Source: an optimization exercise on an open RTL-to-GDS flow (aim: small area). Production flows keep margins and buffers that such runs may drop.
The RTL was checked by simulation tests, not by an equivalence proof against the original design.
Power figures rest on the tool's default switching activity, not on a simulated workload.

## flow/config.mk

```make
export PLATFORM = sky130hd
export DESIGN_NAME = akf_filter_bank
export DESIGN_NICKNAME = akf_filter_bank
export VERILOG_FILES = /design/flow/design.v
export SDC_FILE = /design/flow/constraint.sdc
export NUM_CORES = 4
export LEC_CHECK = 0
export ABC_AREA = 0
export ABC_CLOCK_PERIOD_IN_PS = 12000
export CAP_MARGIN = 20
export CORE_MARGIN = 2
export CORE_UTILIZATION = 75
export CTS_BUF_LIST = sky130_fd_sc_hd__clkbuf_8
export CTS_CLUSTER_DIAMETER = 50
export CTS_CLUSTER_SIZE = 16
export PLACE_DENSITY = 0.85
export SLEW_MARGIN = 20
export SYNTH_HIERARCHICAL = 1
export SYNTH_MINIMUM_KEEP_SIZE = 0
```

## flow/standard.sh

```bash
#!/bin/bash
# synth_recipe.tcl (not shown) runs the flow's synth.tcl, then flattens the netlist and writes it again
# the make line also repeats each setting of config.mk as NAME=value (left out here)
make -C /OpenROAD-flow-scripts/flow DESIGN_CONFIG=/design/flow/config.mk WORK_HOME=/design/flow/orfs CLKGATE_MAP_FILE= SYNTH_SCRIPT=/design/flow/synth_recipe.tcl "${@:-finish}"
```

## flow/design.v

```verilog
module akf_filter_bank (
    input  wire         clk,
    input  wire         rst,
    input  wire         bus_wr,
    input  wire         bus_rd,
    input  wire [8:0]   bus_addr,
    input  wire [31:0]  bus_wdata,
    output reg  [31:0]  bus_rdata,
    input  wire         frm_valid,
    output wire         frm_ready,
    input  wire         frm_port,      
    input  wire [1:0]   frm_fmt,       
    input  wire [28:0]  frm_id,
    input  wire [3:0]   frm_len,
    input  wire         frm_rtr,
    input  wire [7:0]   frm_d0,
    input  wire [7:0]   frm_d1,
    output reg          res_valid,
    output reg  [3:0]   res_hit,       
    output reg  [19:0]  res_flt,       
    output reg  [7:0]   res_dest,      
    output reg  [43:0]  res_tgt,       
    output reg          res_bridge
);
    localparam NF = 16;
    localparam [1:0] D_REJECT  = 2'd0;
    localparam [1:0] D_FIFO    = 2'd1;
    localparam [1:0] D_MAILBOX = 2'd2;
    localparam [1:0] D_BRIDGE  = 2'd3;
    reg  [28:0] stg_a, stg_b;
    reg         stg_a_hi, stg_b_hi;
    reg  [31:0] stg_d;
    reg         rst_q;         
    reg  [5:0]  pan_b1, pan_b2, pan_b3;
    reg  [3:0]  pan_cap;
    reg  [3:0]  fault_cap;
    reg         busy;
    reg  [4:0]  cnt;           
    reg         p_eqa, p_mask, p_lo;    
    reg  [8:0]  raddr;
    reg         rd_q;
    reg  [28:0] fr_id;
    reg  [1:0]  fr_fmt;
    reg         fr_port;
    reg  [15:0] fr_v;          
    reg         fr_ehi;        
    reg         fr_elo;        
    wire accept = frm_valid & ~busy;
    assign frm_ready = ~busy;
    reg         f_en     [0:NF-1];
    reg         f_plc    [0:NF-1];
    reg         f_pair   [0:NF-1];
    reg         f_data   [0:NF-1];
    reg  [9:0]  f_k      [0:NF-1];    
    reg         f_cfgerr [0:NF-1];
    reg  [28:0] f_a      [0:NF-1];
    reg  [28:0] f_b      [0:NF-1];
    reg  [31:0] f_d      [0:NF-1];
    reg  [15:0] f_hit    [0:NF-1];
    wire [3:0]  idx = cnt[4:1];
    wire        ph  = cnt[0];
    wire [3:0]  sel = busy ? idx : raddr[6:3];
    wire [NF-1:0] oh = 16'd1 << sel;
    wire [120:0]  s_row;
    genvar c, h;
    generate
        for (c = 0; c < 121; c = c + 1) begin : rcol
            wire [NF-1:0] d;
            for (h = 0; h < NF; h = h + 1) begin : rrow
                wire [120:0] rv = {f_en[h], f_plc[h], f_pair[h], f_data[h],
                                   f_k[h], f_cfgerr[h], f_a[h], f_b[h], f_d[h], f_hit[h]};
                assign d[h] = rv[c];
            end
            akf_col16 u_col (.s(oh), .d(d), .y(s_row[c]));
        end
    endgenerate
    wire        s_en, s_plc, s_pair, s_data, s_cfgerr;
    wire [9:0]  s_k;
    wire [28:0] s_a, s_b;
    wire [31:0] s_d;
    wire [15:0] s_hit;
    assign {s_en, s_plc, s_pair, s_data, s_k, s_cfgerr, s_a, s_b, s_d, s_hit} = s_row;
    wire [9:0]  s_kc   = s_k ^ 10'h300;
    wire        s_nm   = s_kc[9] & s_kc[8];
    wire [1:0]  s_type = s_nm ? s_kc[7:6] : s_kc[9:8];
    wire [1:0]  s_fmt  = s_nm ? s_kc[5:4] : s_kc[7:6];
    wire [1:0]  s_dest = s_nm ? s_kc[1:0] : D_MAILBOX;
    wire [5:0]  s_tgt  = s_nm ? {4'd0, s_kc[3:2]} : s_kc[5:0];
    function [1:0] owner;
        input [3:0] idx;
        begin
            owner = {1'b0, ({2'b0, idx} >= pan_b1)}
                  + {1'b0, ({2'b0, idx} >= pan_b2)}
                  + {1'b0, ({2'b0, idx} >= pan_b3)};
        end
    endfunction
    wire [1:0]  o_pan = owner(busy ? idx : bus_addr[6:3]);
    wire        use_m = ~fr_fmt[0];
    wire        use_h = fr_fmt[1];
    wire [28:0] op = ph ? s_b : s_a;
    wire [28:0] xo = fr_id ^ op;
    wire [28:0] xm = xo & s_b;
    function seg_zero;
        input [28:0] x;
        begin
            seg_zero = (x[10:0] == 11'd0)
                    && (!use_m || (x[15:11] == 5'd0))
                    && (!use_h || (x[28:16] == 13'd0));
        end
    endfunction
    function cmp_w;
        input [28:0] x;        
        input [28:0] y;        
        input        c0;
        reg c, c11, c16;
        integer k;
        begin
            c = c0;
            c11 = c0;
            c16 = c0;
            for (k = 0; k < 29; k = k + 1) begin
                c = x[k] ? y[k] : c;
                if (k == 10) c11 = c;
                if (k == 15) c16 = c;
            end
            cmp_w = use_h ? c : use_m ? c16 : c11;
        end
    endfunction
    wire id_eq    = seg_zero(xo);           
    wire id_cmp   = cmp_w(xo, op, ph);      
    wire id_ok    = s_type[1] ? (p_eqa | id_eq)
                  : s_type[0] ? (p_lo & id_cmp) : p_mask;
    wire data_ok  = (((fr_v ^ s_d[15:0]) & s_d[31:16]) == 16'd0)
                 && !(fr_ehi && (s_d[31:24] != 8'd0))
                 && !(fr_elo && (s_d[23:16] != 8'd0));
    wire match = s_en
              && (fr_port ? s_pair : s_plc)
              && (s_fmt == fr_fmt)
              && id_ok
              && (!s_data || data_ok);
    wire win = busy & ph & match & ~res_hit[o_pan];
    wire        sel_flt = (bus_addr[8:7] == 2'b00);
    wire        sel_sys = bus_addr[8];
    wire [3:0]  b_idx   = bus_addr[6:3];
    wire [2:0]  b_word  = bus_addr[2:0];
    wire [31:0] w       = bus_wdata;
    wire [1:0]  w_dest  = w[9:8];
    wire        w_cap_bad = (w_dest == D_BRIDGE) && !pan_cap[o_pan];
    wire        w_refuse  = (w[2:1] == 2'd3) || (w[6:5] == 2'd3)
                         || (w[15:10] != 6'd0) || (w[29:27] != 3'd0) || w[31]
                         || stg_a_hi || stg_b_hi
                         || ((w_dest == D_FIFO) && (w[26:18] != 9'd0))
                         || ((w_dest == D_MAILBOX) && (w[26:22] != 5'd0))
                         || (((w_dest == D_REJECT) || (w_dest == D_BRIDGE)) && (w[26:16] != 11'd0))
                         || w_cap_bad;
    wire ctl_wr  = bus_wr && sel_flt && (b_word == 3'd0);
    wire apply   = ctl_wr && !w_refuse;
    wire stg_wr  = bus_wr && sel_flt;
    wire        nr = ~rst;
    wire [9:0]  w_k  = ((w_dest == D_MAILBOX) ? {w[2:1], w[6:5], w[21:16]}
                                              : {2'b11, w[2:1], w[6:5], w[17:16], w_dest}) ^ 10'h300;
    wire [13:0] wr_ctl = {14{nr}} & {w[0], w[3], w[4], w[7], w_k};
    wire [31:0] wm;                 
    akf_gate32 u_wm (.en(nr), .a(w), .y(wm));
    wire        hit_clr = rd_q && (raddr[8:7] == 2'b00) && (raddr[2:0] == 3'd4);
    wire        hit_sat = (s_hit == 16'hFFFF);
    wire [15:0] wr_hit  = {16{busy & nr}} & (s_hit + 16'd1);
    genvar g;
    generate
        for (g = 0; g < NF; g = g + 1) begin : flt
            wire row_b   = (b_idx == g);
            wire we_ctl  = rst | (apply & row_b);
            wire we_abd  = rst_q | (apply & row_b);
            wire we_err  = rst | (ctl_wr & row_b);
            wire we_hit  = rst | (hit_clr & (raddr[6:3] == g)) | (win & ~hit_sat & (idx == g));
            always @(posedge clk) begin
                if (we_ctl)
                    {f_en[g], f_plc[g], f_pair[g], f_data[g], f_k[g]} <= wr_ctl;
                if (we_abd) begin
                    f_a[g] <= stg_a;
                    f_b[g] <= stg_b;
                    f_d[g] <= stg_d;
                end
                if (we_err)
                    f_cfgerr[g] <= nr & w_refuse;
                if (we_hit)
                    f_hit[g] <= wr_hit;
            end
        end
    endgenerate
    always @(posedge clk) begin
        raddr <= bus_addr;
        rd_q  <= bus_rd;
        rst_q <= rst;
        if (rst | (stg_wr & (b_word == 3'd1)))
            stg_a <= wm[28:0];
        if (rst | (stg_wr & (b_word == 3'd2)))
            stg_b <= wm[28:0];
        if (rst | (stg_wr & (b_word == 3'd3)))
            stg_d <= wm;
        if (rst) begin
            stg_a_hi <= 1'b0;
            stg_b_hi <= 1'b0;
        end else begin
            if (stg_wr & (b_word == 3'd1))
                stg_a_hi <= w[31:29] != 3'd0;
            if (stg_wr & (b_word == 3'd2))
                stg_b_hi <= w[31:29] != 3'd0;
        end
        if (rst) begin
            pan_b1    <= 6'd16;
            pan_b2    <= 6'd16;
            pan_b3    <= 6'd16;
            pan_cap   <= 4'd0;
            fault_cap <= 4'd0;
        end else begin
            if (bus_wr && sel_sys && (bus_addr[7:0] == 8'h00)) begin
                pan_b1 <= w[5:0];
                pan_b2 <= w[13:8];
                pan_b3 <= w[21:16];
            end
            if (bus_wr && sel_sys && (bus_addr[7:0] == 8'h01))
                pan_cap <= w[3:0];
            if (bus_wr && sel_sys && (bus_addr[7:0] == 8'h02))
                fault_cap <= fault_cap & ~w[3:0];
            else if (ctl_wr && w_cap_bad)
                fault_cap[o_pan] <= 1'b1;
        end
        p_eqa  <= id_eq;
        p_mask <= seg_zero(xm);
        p_lo   <= ~id_cmp;
        if (rst) begin
            busy      <= 1'b0;
            cnt       <= 5'd0;
            res_valid <= 1'b0;
        end else begin
            res_valid <= busy & (cnt == 5'd31);
            if (accept)
                busy <= 1'b1;
            else if (cnt == 5'd31)
                busy <= 1'b0;
            if (busy)
                cnt <= cnt + 5'd1;
        end
        if (accept) begin
            fr_id   <= frm_id;
            fr_fmt  <= frm_fmt;
            fr_port <= frm_port;
            fr_v    <= {frm_d0, frm_d1};
            fr_ehi  <= (frm_len == 4'd0) | (frm_rtr & (frm_fmt != 2'd0));
            fr_elo  <= (frm_len < 4'd2)  | (frm_rtr & (frm_fmt != 2'd0));
        end
    end
    integer q;
    always @(posedge clk) begin
        for (q = 0; q < 4; q = q + 1) begin
            if (accept) begin
                res_hit[q]          <= 1'b0;
                res_flt[5*q +: 5]   <= 5'd0;
                res_dest[2*q +: 2]  <= 2'd0;
                res_tgt[11*q +: 11] <= 11'd0;
            end else if (win && (o_pan == q)) begin
                res_hit[q]          <= 1'b1;
                res_flt[5*q +: 5]   <= {1'b0, idx};
                res_dest[2*q +: 2]  <= s_dest;
                res_tgt[11*q +: 11] <= {5'd0, s_tgt};
            end
        end
    end
    always @(*) begin
        res_bridge = 1'b0;
        for (q = 0; q < 4; q = q + 1)
            if (res_hit[q] && (res_dest[2*q +: 2] == D_BRIDGE))
                res_bridge = 1'b1;
    end
    localparam [255:0] RD_MASK = {32'h0000_000F,      
                                  32'h0000_000F,      
                                  32'h003F_3F3F,      
                                  32'h0000_FFFF,      
                                  32'hFFFF_FFFF,      
                                  32'h1FFF_FFFF,      
                                  32'h1FFF_FFFF,      
                                  32'h403F_03FF};     
    function integer rd_n;             
        input integer k;
        integer m;
        begin
            rd_n = 0;
            for (m = 0; m < 8; m = m + 1)
                if (RD_MASK[32*m + k]) rd_n = rd_n + 1;
        end
    endfunction
    function integer rd_src;           
        input integer k, j;
        integer m, n;
        begin
            rd_src = 0;
            n = 0;
            for (m = 0; m < 8; m = m + 1)
                if (RD_MASK[32*m + k]) begin
                    if (n == j) rd_src = m;
                    n = n + 1;
                end
        end
    endfunction
    wire        r_flt = (raddr[8:7] == 2'b00);
    wire        r_sys = raddr[8] & (raddr[7:2] == 6'd0);
    wire [7:0]  rd_sel = {r_sys & (raddr[1:0] == 2'd2),
                          r_sys & (raddr[1:0] == 2'd1),
                          r_sys & (raddr[1:0] == 2'd0),
                          r_flt & (raddr[2:0] == 3'd4),
                          r_flt & (raddr[2:0] == 3'd3),
                          r_flt & (raddr[2:0] == 3'd2),
                          r_flt & (raddr[2:0] == 3'd1),
                          r_flt & (raddr[2:0] == 3'd0)};
    wire [255:0] rd_word = {{28'd0, fault_cap},
                            {28'd0, pan_cap},
                            {10'd0, pan_b3, 2'd0, pan_b2, 2'd0, pan_b1},
                            {16'd0, s_hit},
                            s_d,
                            {3'd0, s_b},
                            {3'd0, s_a},
                            {1'b0, s_cfgerr, 3'd0, 5'd0, s_tgt, 6'd0,
                             s_dest, s_data, s_fmt, s_pair, s_plc, s_type, s_en}};
    wire [31:0] rd_bits;
    genvar rk, rj;
    generate
        for (rk = 0; rk < 32; rk = rk + 1) begin : rbit
            localparam integer N = rd_n(rk);
            wire [N-1:0] ss, dd;
            for (rj = 0; rj < N; rj = rj + 1) begin : rsrc
                assign ss[rj] = rd_sel[rd_src(rk, rj)];
                assign dd[rj] = rd_word[32*rd_src(rk, rj) + rk];
            end
            akf_aon #(.N(N)) u_or (.s(ss), .d(dd), .y(rd_bits[rk]));
        end
    endgenerate
    always @(*) bus_rdata = rd_bits;
endmodule
module akf_col16 (
    input  wire [15:0] s,
    input  wire [15:0] d,
    output wire        y
);
    wire [4:0] t;
    akf_aoi3 u0 (.s(s[2:0]),   .d(d[2:0]),   .y(t[0]));
    akf_aoi3 u1 (.s(s[5:3]),   .d(d[5:3]),   .y(t[1]));
    akf_aoi3 u2 (.s(s[8:6]),   .d(d[8:6]),   .y(t[2]));
    akf_aoi3 u3 (.s(s[11:9]),  .d(d[11:9]),  .y(t[3]));
    akf_aoi3 u4 (.s(s[14:12]), .d(d[14:12]), .y(t[4]));
    akf_or5n u5 (.a(t), .s(s[15]), .d(d[15]), .y(y));
endmodule
module akf_aoi3 (
    input  wire [2:0] s,
    input  wire [2:0] d,
    output wire       y
);
    assign y = ~|(s & d);
endmodule
module akf_or5n (
    input  wire [4:0] a,
    input  wire       s,
    input  wire       d,
    output wire       y
);
    assign y = ~&a | (s & d);
endmodule
module akf_aon #(
    parameter N = 1
) (
    input  wire [N-1:0] s,
    input  wire [N-1:0] d,
    output wire         y
);
    assign y = |(s & d);
endmodule
module akf_gate32 (
    input  wire        en,
    input  wire [31:0] a,
    output wire [31:0] y
);
    assign y = a & {32{en}};
endmodule
```

## flow/flow/run.sh

```bash
#!/bin/bash
# Standard ORFS layout with three changes: the port buffers are buf_1
# cells, the clock tree uses clkbuf_8 in clusters of at most 16 sinks,
# and clock tree synthesis adds no dummy loads.
set -euo pipefail
export BUFFER_PORTS_ARGS="-buffer_cell sky130_fd_sc_hd__buf_1"
export CTS_ARGS="-sink_clustering_enable -repair_clock_nets -buf_list sky130_fd_sc_hd__clkbuf_8 -sink_clustering_size 16 -sink_clustering_max_diameter 50 -dont_use_dummy_load"
bash standard.sh > standard_flow.log 2>&1
```

## flow/constraint.sdc

```tcl
create_clock -name core_clock -period 12.0 [get_ports {clk}]
set_input_delay 2.4000 -clock core_clock [delete_from_list [all_inputs] [get_ports {clk}]]
set_output_delay 2.4000 -clock core_clock [all_outputs]
set_load 0.01 [all_outputs]
```

==> results of run 1 <==
modules after synthesis, one instance, submodules excluded, a selection:
module	cell area, um2	copies in the design
akf_or5n	16.27	121
akf_aoi3	10.01	605
akf_filter_bank	69880	1
akf_gate32	255.2	1
where the power goes:
part,total (mW),leakage (nW),internal (mW),switching [mW]
registers,9.03,21.0,8.80,0.232
logic,1.25,4.96,0.318,0.933
clock network,3.34,1.17,1.22,2.12
total,13.6,27.2,10.3,3.28
cells in the final DEF (no fill, tap or decap), types with 8 or more instances in the layout:
| cell type | count |
|---|---|
| xor2_1 | 32 |
| a22oi_1 | 64 |
| a222oi_1 | 629 |
| o21ai_1 | 16 |
| edfxtp_1 | 2076 |
| nor4_1 | 17 |
| o21ai_0 | 10 |
| nand3_1 | 27 |
| mux2i_1 | 93 |
| nor2_1 | 63 |
| nor2b_1 | 33 |
| diode_2 | 11 |
| inv_1 | 28 |
| clkbuf_8 | 163 |
| buf_4 | 85 |
| nor2_2 | 11 |
| nor2_4 | 19 |
| buf_1 | 184 |
| a21oi_1 | 51 |
| a31oi_1 | 11 |
| ha_1 | 18 |
| and2_2 | 32 |
| and2_1 | 9 |
| buf_12 | 14 |
| conb_1 | 24 |
| and3_1 | 133 |
| o21bai_4 | 12 |
| mux2_2 | 8 |
| nand2_1 | 305 |
| dfxtp_1 | 100 |
| nand4_1 | 135 |
| xnor2_1 | 35 |
registers in the layout, summed over array words and instances (netlist names), 6 cells and up:
name,cells
fr_id,29
res_tgt,24
f_plc,16
f_b,464
f_cfgerr,16
pan_b2,6
raddr,9
f_a,464
stg_a,29
pan_b1,6
f_pair,16
f_hit,256
res_dest,8
fr_v,16
pan_b3,6
f_d,512
stg_d,32
f_en,16
res_flt,16
f_data,16
stg_b,29
f_k,160
cell type report:
class	instances	area, um2	share of cell area, %
sequential	2177	64360	76.14
antenna	11	27.53	0.03256
multi-input combinational	1898	14420	17.05
tap	1380	1727	2.043
clock buffer	163	2243	2.654
inverter	30	112.6	0.1332
timing repair buffer	286	1647	1.948
path summary, 6_finish.rpt:
| check | startpoint | to | slack, ps | cells past startpoint |
|---|---|---|---|---|
| worst min register to register | res_tgt[27] | res_tgt[27] | 470 | 2 |
| worst min-delay path | res_tgt[27] | res_tgt[27] | 470 | 2 |
| worst max register to register | busy | f_hit[0][12] | 3780 | 17 |
| worst max-delay path | busy | bus_rdata[19] | 3120 | 11 |
metrics by stage:
| step | utilization (%) | instances | area [um2] |
|---|---|---|---|
| 6_report | 81.33 | 5945 | 84540 |
| 5_1_grt | 81.32 | 5940 | 84520 |
| 4_1_cts | 81.24 | 5932 | 84440 |
| 3_5_place_dp | 79.08 | 5769 | 82190 |
| 3_3_place_gp | 79.08 | 5769 | 82190 |
| 2_1_floorplan | - | 4178 | 78910 |
routing by layer:
| metal | vias up | GRT usage, % |
|---|---|---|
| met1 | 23220 | 55.79 |
| met3 | 912 | 15.74 |
| li1 | 18790 | - |
| met4 | 23 | 23.30 |
| met5 | - | 2.263 |
| met2 | 5344 | 60.59 |
worst reg2reg max path: cells and delay by family, from the launching register on:
family	cells	cell delay [ps]
flip-flops	1	1000
buffers and inverters	3	810
AND/OR/NAND/NOR	6	2020
multiplexers	1	380
AO/OA/AOI/OAI	6	3570
XOR/XNOR	1	140
logic make-up (layout without fill, tap and decap cells):
group	Yosys count	after routing	synth area share, %
flops	2177	2177	81.65
compound gates	842	842	9.794
simple gates	840	840	5.434
mux	105	105	1.387
buf+inv	103	479	0.6572
xor+xnor	67	67	0.7445
fa+ha+maj	20	20	0.3238
other cells	1	35	0.004758
==> results.sh, run 1 <==
export IMPL_outcome="finished clean"
export IMPL_grt_pass1_vias=46360
export IMPL_hold_path_class="reg -> reg"
export IMPL_grt_pass1_wl_um=316400
export IMPL_drive_above_1_share_pct=8.235
export IMPL_syn_area_per_cell_um2=18.97
export IMPL_critPathSlowestCell="dfxtp_1"
export IMPL_die_area_um2=107700
export IMPL_die_h_um=328.2
export IMPL_cts_tree="done"
export IMPL_grt_overflow=0
export IMPL_vdd_drop_max_v=0.0001378
export IMPL_async_flop_share_pct=0
export IMPL_ys_seq_area_share_pct=81.65
export IMPL_required_ps=9600
export IMPL_dr_wl_met3_um=42070
export IMPL_nets=4674
export IMPL_tns_ps=0
export IMPL_antenna_found_initial=19
export IMPL_synth_top_cell_area_share_pct=79.09
export IMPL_vias=48290
export IMPL_finalPower_mw=13.62
export IMPL_path_clk_slew_ps=90
export IMPL_syn_to_final_growth_pct=7.250
export IMPL_cp_top_family="compound AO/OA/AOI/OAI gates"
export IMPL_core_area_um2=103900
export IMPL_synth_area_leader_cell="edfxtp_1"
export IMPL_drt_first_pass_iters=17
export IMPL_synth_flop_cell="edfxtp_1"
export IMPL_fillerInstances=4902
export IMPL_grt_max_degree=122
export IMPL_route_detailed_drc=0
export IMPL_h_tree_depth=4
export IMPL_setup_ws_ps=3122
export IMPL_start_util_pct=75.83
export IMPL_leakage_nw=27.16
export IMPL_max_clock_path_buffers=3
export IMPL_post_cts_buffers=0
export IMPL_synth_cell_area_um2=78820
export IMPL_rsz0062_at_grt="no"
export IMPL_fin_skew_ps=79.08
export IMPL_tritoncts_num_buffers=163
export IMPL_vias_per_cell=8.122
export IMPL_cap_violations=0
export IMPL_portBuffers=185
export IMPL_finalHoldViolCount=0
export IMPL_root_buffer="clkbuf_8"
export IMPL_dieWidth_um=328.2
export IMPL_synthTopCellsByArea="edfxtp_1, a222oi_1, dfxtp_1"
export IMPL_powerDensity_nw_per_um2=161.1
export IMPL_insertion_delay_ps=930
export IMPL_worst_setup_path_type="reg -> out"
export IMPL_fin_crit_sh_pct=73.99
export IMPL_maxSlewViolCount=0
export IMPL_fmax_mhz=112.6
export IMPL_synth_edff_count=2076
export IMPL_drt_iter0_markers=12540
export IMPL_io_pins=210
export IMPL_cp_start_kind="flip-flop"
export IMPL_top_layer_used="met5"
export IMPL_relSlewSlack_pct=7.385
export IMPL_wl_met1_um=69220
export IMPL_wl_met2_um=99320
export IMPL_setup_viol_count_final=0
export IMPL_crit_buf_inv=3
export IMPL_crit_fanout=107
export IMPL_tightestPinTransition_ps=1389
export IMPL_wl_um=225600
export IMPL_clock_sinks=2177
export IMPL_synth_seq_cells=2177
export IMPL_post_place_ws_ps=3864
export IMPL_path_cells="inv_1 -> and3_1 -> a21oi_1 -> nor2_4 -> buf_12 -> a222oi_1 -> and3_1 -> nand4_1 -> a222oi_1 -> nand2_1 -> buf_1"
export IMPL_ys_types=68
export IMPL_grtUsageTotal_pct=41.91
export IMPL_place_congestion=0.9947
export IMPL_place_detailed_hpwl_um=126400
export IMPL_fp_row_count=118
export IMPL_synth_common_cells="edfxtp_1, a222oi_1, nand2_1"
export IMPL_cts_hold_buf=0
export IMPL_synthCells=4155
export IMPL_worst_ep_arrival_time_ps=6480
export IMPL_ant_nets=0
export IMPL_wl_per_cell_um=37.95
export IMPL_yosys_cell_count_top_type="edfxtp_1"
export IMPL_finalCriticalPeriod_ps=8878
export IMPL_slowest_delay_ps=1000
export IMPL_synth_warning_count=17
export IMPL_end_kind="primary output"
export IMPL_ctsResizeCount=0
export IMPL_hold_ws_ps=465.7
==> run 2: changes to the inputs <==
--- a/flow/design.v
+++ b/flow/design.v
@@ -37,3 +37,3 @@
     reg         busy;
-    reg  [4:0]  cnt;           
+    reg  [5:0]  cnt;           
     reg         p_eqa, p_mask, p_lo;    
@@ -41,9 +41,11 @@
     reg         rd_q;
-    reg  [28:0] fr_id;
-    reg  [1:0]  fr_fmt;
-    reg         fr_port;
-    reg  [15:0] fr_v;          
-    reg         fr_ehi;        
-    reg         fr_elo;        
+    reg  [49:0] frq;
+    wire [28:0] fr_id  = frq[28:0];
+    wire [15:0] fr_v   = frq[44:29];   
+    wire [1:0]  fr_fmt = frq[46:45];
+    wire        fr_port = frq[47];
+    wire        fr_elo = frq[48];      
+    wire        fr_ehi = frq[49];      
     wire accept = frm_valid & ~busy;
+    integer q;
     assign frm_ready = ~busy;
@@ -61,3 +63,14 @@
     wire        ph  = cnt[0];
-    wire [3:0]  sel = busy ? idx : raddr[6:3];
+    wire        lk  = cnt[5];          
+    wire [1:0]  lp  = cnt[1:0];
+    reg  [3:0]  lk_flt;
+    always @(*) begin
+        case (lp)
+            2'd0: lk_flt = res_flt[3:0];
+            2'd1: lk_flt = res_flt[8:5];
+            2'd2: lk_flt = res_flt[13:10];
+            default: lk_flt = res_flt[18:15];
+        endcase
+    end
+    wire [3:0]  sel = busy ? (lk ? lk_flt : idx) : raddr[6:3];
     wire [NF-1:0] oh = 16'd1 << sel;
@@ -88,2 +101,6 @@
     wire [5:0]  s_tgt  = s_nm ? {4'd0, s_kc[3:2]} : s_kc[5:0];
+    wire [49:0] frm_in = {(frm_len == 4'd0) | (frm_rtr & (frm_fmt != 2'd0)),
+                          (frm_len < 4'd2)  | (frm_rtr & (frm_fmt != 2'd0)),
+                          frm_port, frm_fmt, frm_d0, frm_d1, frm_id};
+    wire [7:0]  lk_dt  = {8{res_hit[lp]}} & {s_dest, s_tgt};
     function [1:0] owner;
@@ -140,3 +157,3 @@
               && (!s_data || data_ok);
-    wire win = busy & ph & match & ~res_hit[o_pan];
+    wire win = busy & ~lk & ph & match & ~res_hit[o_pan];
     wire        sel_flt = (bus_addr[8:7] == 2'b00);
@@ -233,23 +250,19 @@
             busy      <= 1'b0;
-            cnt       <= 5'd0;
+            cnt       <= 6'd0;
             res_valid <= 1'b0;
         end else begin
-            res_valid <= busy & (cnt == 5'd31);
+            res_valid <= busy & (cnt == 6'd35);
             if (accept)
                 busy <= 1'b1;
-            else if (cnt == 5'd31)
+            else if (cnt == 6'd35)
                 busy <= 1'b0;
             if (busy)
-                cnt <= cnt + 5'd1;
-        end
-        if (accept) begin
-            fr_id   <= frm_id;
-            fr_fmt  <= frm_fmt;
-            fr_port <= frm_port;
-            fr_v    <= {frm_d0, frm_d1};
-            fr_ehi  <= (frm_len == 4'd0) | (frm_rtr & (frm_fmt != 2'd0));
-            fr_elo  <= (frm_len < 4'd2)  | (frm_rtr & (frm_fmt != 2'd0));
+                cnt <= (cnt == 6'd35) ? 6'd0 : cnt + 6'd1;
         end
+        if (accept)
+            frq[49:32] <= frm_in[49:32];
+        for (q = 0; q < 4; q = q + 1)
+            if (accept | (busy & lk & (lp == q)))
+                frq[8*q +: 8] <= accept ? frm_in[8*q +: 8] : lk_dt;
     end
-    integer q;
     always @(posedge clk) begin
@@ -259,4 +272,2 @@
                 res_flt[5*q +: 5]   <= 5'd0;
-                res_dest[2*q +: 2]  <= 2'd0;
-                res_tgt[11*q +: 11] <= 11'd0;
             end else if (win && (o_pan == q)) begin
@@ -264,4 +275,2 @@
                 res_flt[5*q +: 5]   <= {1'b0, idx};
-                res_dest[2*q +: 2]  <= s_dest;
-                res_tgt[11*q +: 11] <= {5'd0, s_tgt};
             end
@@ -271,5 +280,8 @@
         res_bridge = 1'b0;
-        for (q = 0; q < 4; q = q + 1)
-            if (res_hit[q] && (res_dest[2*q +: 2] == D_BRIDGE))
+        for (q = 0; q < 4; q = q + 1) begin
+            res_dest[2*q +: 2]  = frq[8*q + 6 +: 2];
+            res_tgt[11*q +: 11] = {5'd0, frq[8*q +: 6]};
+            if (res_hit[q] && (frq[8*q + 6 +: 2] == D_BRIDGE))
                 res_bridge = 1'b1;
+        end
     end
==> run 2 against run 1 <==
Clock power down 1%. Final area down 0.65%. Synthesized cell count down 0.91%. Die area down 0.74%. Critical endpoint is now bus_rdata[20].
==> results.sh, run 2 <==
export IMPL_outcome="finished clean"
export IMPL_core_area_um2=103500
export IMPL_syn_area_per_cell_um2=19.00
export IMPL_clock_sinks=2146
export IMPL_grt_use_met1_pct=57.27
export IMPL_finalHoldViolCount=0
export IMPL_vdd_drop_max_v=0.0001268
export IMPL_synth_top_cell_area_share_pct=79.68
export IMPL_root_buffer="clkbuf_8"
export IMPL_fin_crit_sh_pct=80.30
export IMPL_fin_skew_ps=95.07
export IMPL_hold_path_class="reg -> reg"
export IMPL_reg2reg_to="f_hit[15][5]"
export IMPL_grt_overflow=0
export IMPL_use_met3_pct=17.48
export IMPL_cts_tree="done"
export IMPL_fp_row_count=118
export IMPL_setup_viol_count_final=0
export IMPL_post_cts_buffers=0
export IMPL_largestRegisters="f_d: 512 flops, f_a: 464 flops, f_b: 464 flops"
export IMPL_cts_hold_buf=0
export IMPL_nets=4645
export IMPL_reg2reg_depth=23
export IMPL_largest_reg_flops=512
export IMPL_slowest_delay_ps=990
export IMPL_h_tree_depth=4
export IMPL_powerDensity_nw_per_um2=164.5
export IMPL_ys_seq_area_share_pct=81.47
export IMPL_synth_edff_count=2076
export IMPL_place_congestion=0.9625
export IMPL_finalCriticalPeriod_ps=9636
export IMPL_antenna_found_initial=12
export IMPL_yosys_cell_count_top_type="edfxtp_1"
export IMPL_relSlewSlack_pct=14.01
export IMPL_maxSlewViolCount=0
export IMPL_vias=48870
export IMPL_max_clock_path_buffers=3
export IMPL_reg2reg_from="cnt[0]"
export IMPL_layout_commonest_cell="edfxtp_1"
export IMPL_synth_warning_count=17
export IMPL_path_clk_slew_ps=70
export IMPL_fillerInstances=4823
export IMPL_drt_first_pass_iters=17
export IMPL_drive_above_1_share_pct=8.844
export IMPL_io_pins=210
export IMPL_final_cell_mix="edfxtp_1, a222oi_1, nand2_1, buf_1, clkbuf_8"
export IMPL_hold_path_startpoint="pan_b1[3]"
export IMPL_worst_ep_arrival_time_ps=7240
export IMPL_die_h_um=327.0
export IMPL_synth_flop_cell="edfxtp_1"
export IMPL_grtUsageTotal_pct=43.01
export IMPL_finalPower_mw=13.81
export IMPL_grt_pass1_vias=46100
export IMPL_cp_top_family="simple AND/OR/NAND/NOR gates"
export IMPL_end_kind="primary output"
export IMPL_insertion_delay_ps=910
export IMPL_portBuffers=185
export IMPL_ant_nets=0
export IMPL_die_area_um2=106900
export IMPL_synthTopCellsByArea="edfxtp_1, a222oi_1, dfxtp_1"
export IMPL_crit_fanout=40
export IMPL_grt_util_met2_pct=61.26
export IMPL_critPathSlowestCell="a222oi_1"
export IMPL_largest_register="f_d"
export IMPL_vias_per_cell=8.261
export IMPL_synthCells=4117
export IMPL_grt_pass1_wl_um=322200
export IMPL_wl_per_cell_um=38.85
export IMPL_start_util_pct=75.59
export IMPL_ctsResizeCount=0
export IMPL_async_flop_share_pct=0
export IMPL_tritoncts_num_buffers=160
export IMPL_route_detailed_drc=0
export IMPL_regToRegSetupSlack_ps=3430
export IMPL_wl_um=229900
export IMPL_place_detailed_hpwl_um=134100
export IMPL_min_path_cells=2
export IMPL_cap_violations=0
export IMPL_grt_max_degree=122
export IMPL_synth_area_leader_cell="edfxtp_1"
export IMPL_drt_iter0_markers=13450
export IMPL_top_usage_layer="met2"
export IMPL_dieWidth_um=327.0
export IMPL_cp_depth=18
export IMPL_cp_start_kind="flip-flop"
export IMPL_synth_seq_cells=2146
export IMPL_path_cells="buf_4 -> inv_1 -> ha_1 -> a222oi_1 -> o21ai_0 -> mux2i_1 -> a21oi_1 -> nand2b_1 -> nor2_4 -> buf_4 -> a222oi_1 -> and3_1 -> nand4_1 -> nor2_1 -> nor2b_1 -> a222oi_1 -> nand2_1 -> buf_1"
export IMPL_leakage_nw=27.08
export IMPL_path_common_cell="a222oi_1"
export IMPL_ys_types=69
export IMPL_crit_buf_inv=4
export IMPL_synth_common_cells="edfxtp_1, a222oi_1, nand2_1"
export IMPL_synth_cell_area_um2=78240
export IMPL_tightestPinTransition_ps=1290
export IMPL_fmax_mhz=103.8
export IMPL_hold_path_endpoint="pan_b1[3]"
export IMPL_tns_ps=0
export IMPL_rsz0062_at_grt="no"
export IMPL_worst_setup_path_type="reg -> out"
export IMPL_required_ps=9600
export IMPL_syn_to_final_growth_pct=7.347
## run 2: cell types whose count changed after synthesis, moves of 4 or more
cell	change
a21o_1	+29
a22oi_1	+4
a31oi_1	-5
dfxtp_1	-31
mux2i_1	-26
nand2_1	-26
nand2b_1	+8
nand3_1	+5
nor2b_1	-4
nor4_1	-4
o21ai_0	-5
o21bai_1	+4
o22ai_1	+5
o31ai_1	+6
## run 2: kinds of logic (layout without fill, tap and decap cells)
group	count (synthesis)	after routing	synth area share, %
compound gates	886	886	10.36
xor+xnor	63	63	0.7053
fa+ha+maj	23	23	0.3710
buf+inv	106	489	0.6957
flops	2146	2146	81.47
mux	75	75	1.016
other cells	1	37	0.004793
simple gates	817	817	5.369
## run 2: worst max path at each step
stage,startpoint,to,slack (ps)
4_1_cts,cnt[0],bus_rdata[6],2670
3_5_place_dp,bus_addr[3],f_d[7][28],3490
2_1_floorplan,cnt[0],f_hit[14][0],1770
6_report,cnt[0],bus_rdata[20],2360
5_1_grt,cnt[0],bus_rdata[20],2110
3_3_place_gp,bus_addr[3],f_b[7][28],3560
## run 2: where the power goes
part / internal [mW] / switching (mW) / total (mW)
Combinational: 0.409 / 1.16 / 1.57
Clock: 1.19 / 2.10 / 3.30
Sequential: 8.71 / 0.242 / 8.95
Total: 10.3 / 3.50 / 13.8
## run 2: worst register-to-register path, stage by stage (launching register included)
cell and delay (ps):
dfxtp_2 310, buf_4 570, inv_1 180, ha_1 290, a222oi_1 340, o21ai_0 120, mux2i_1 160, a21oi_1 120
nand2b_1 390, nor2_4 420, buf_4 480, buf_4 750, a222oi_1 330, and3_1 240, nand4_1 190, mux2i_1 200
xnor2_1 230, or4_1 520, nor3_1 150, a31oi_1 260, nor3_2 390, o311a_1 480, o2111ai_1 320, o21ai_2 740
## run 2: Yosys stat by module (local to each module, per instance), a selection
| module | flip-flops and latches | cells | area, um2 | copies in the design |
|---|---|---|---|---|
| akf_or5n | 0 | 3 | 16.27 | 121 |
| akf_gate32 | 0 | 35 | 255.2 | 1 |
| akf_filter_bank | 2146 | 3019 | 69290 | 1 |
| akf_aoi3 | 0 | 1 | 10.01 | 605 |
## run 2: stage by stage
stage	hold WS [ps]	cell area, um2	worst slack [ps]	instances	util, %
2_1_floorplan	444.4	78320	1774	4140	-
3_3_place_gp	457.2	81690	3564	5741	78.93
3_5_place_dp	467.6	81690	3486	5741	78.93
4_1_cts	474.8	83890	2675	5901	81.06
5_1_grt	492.2	83950	2112	5904	81.12
6_report	476.5	83980	2364	5916	81.15
## run 2: final cells by class
class | count | area (um2) | share of cell area [%]
Inverter | 33 | 123.9 | 0.1475
Clock buffer | 160 | 2202 | 2.622
Sequential cell | 2146 | 63740 | 75.90
Multi-Input combinational cell | 1888 | 14480 | 17.24
Tap cell | 1380 | 1727 | 2.056
Antenna cell | 13 | 32.53 | 0.03874
Timing Repair Buffer | 296 | 1674 | 1.993
## run 2: metal layers
| layer | vias to the layer above | part of all wire, % | wire length (um) |
|---|---|---|---|
| li1 | 18730 | - | - |
| met1 | 23250 | 30 | 68420 |
| met2 | 5802 | 43 | 98620 |
| met3 | 1074 | 20 | 45910 |
| met4 | 12 | 7.3 | 16810 |
| met5 | - | 0.046 | 105 |

## what the ideal ports hide
No port has a modelled driver above. Below, the same layouts with a new extraction and two added sets of constraints.
Step 1 sets driving cells, clkbuf_16 on the clock port and buf_2 on the other inputs (assumed; they add their load-dependent delay and slew).
Step 2 times the ports against the registers' clock, not the clock port: input delays grow and output delays shrink by t, the midpoint of the rising clock arrivals with the driver on.
Three values: no drivers, after step 1, after step 2; two values: the first two.
| run | t, ns | setup slack, ns | clock arrival spread, ns |
|---|---|---|---|
| run 1 | 0.959 | 3.122 / 3.047 / 3.600 | 0.088 / 0.088 |
| run 2 | 0.936 | 2.364 / 2.293 / 3.172 | 0.103 / 0.102 |
After both steps every run listed still meets setup and hold.
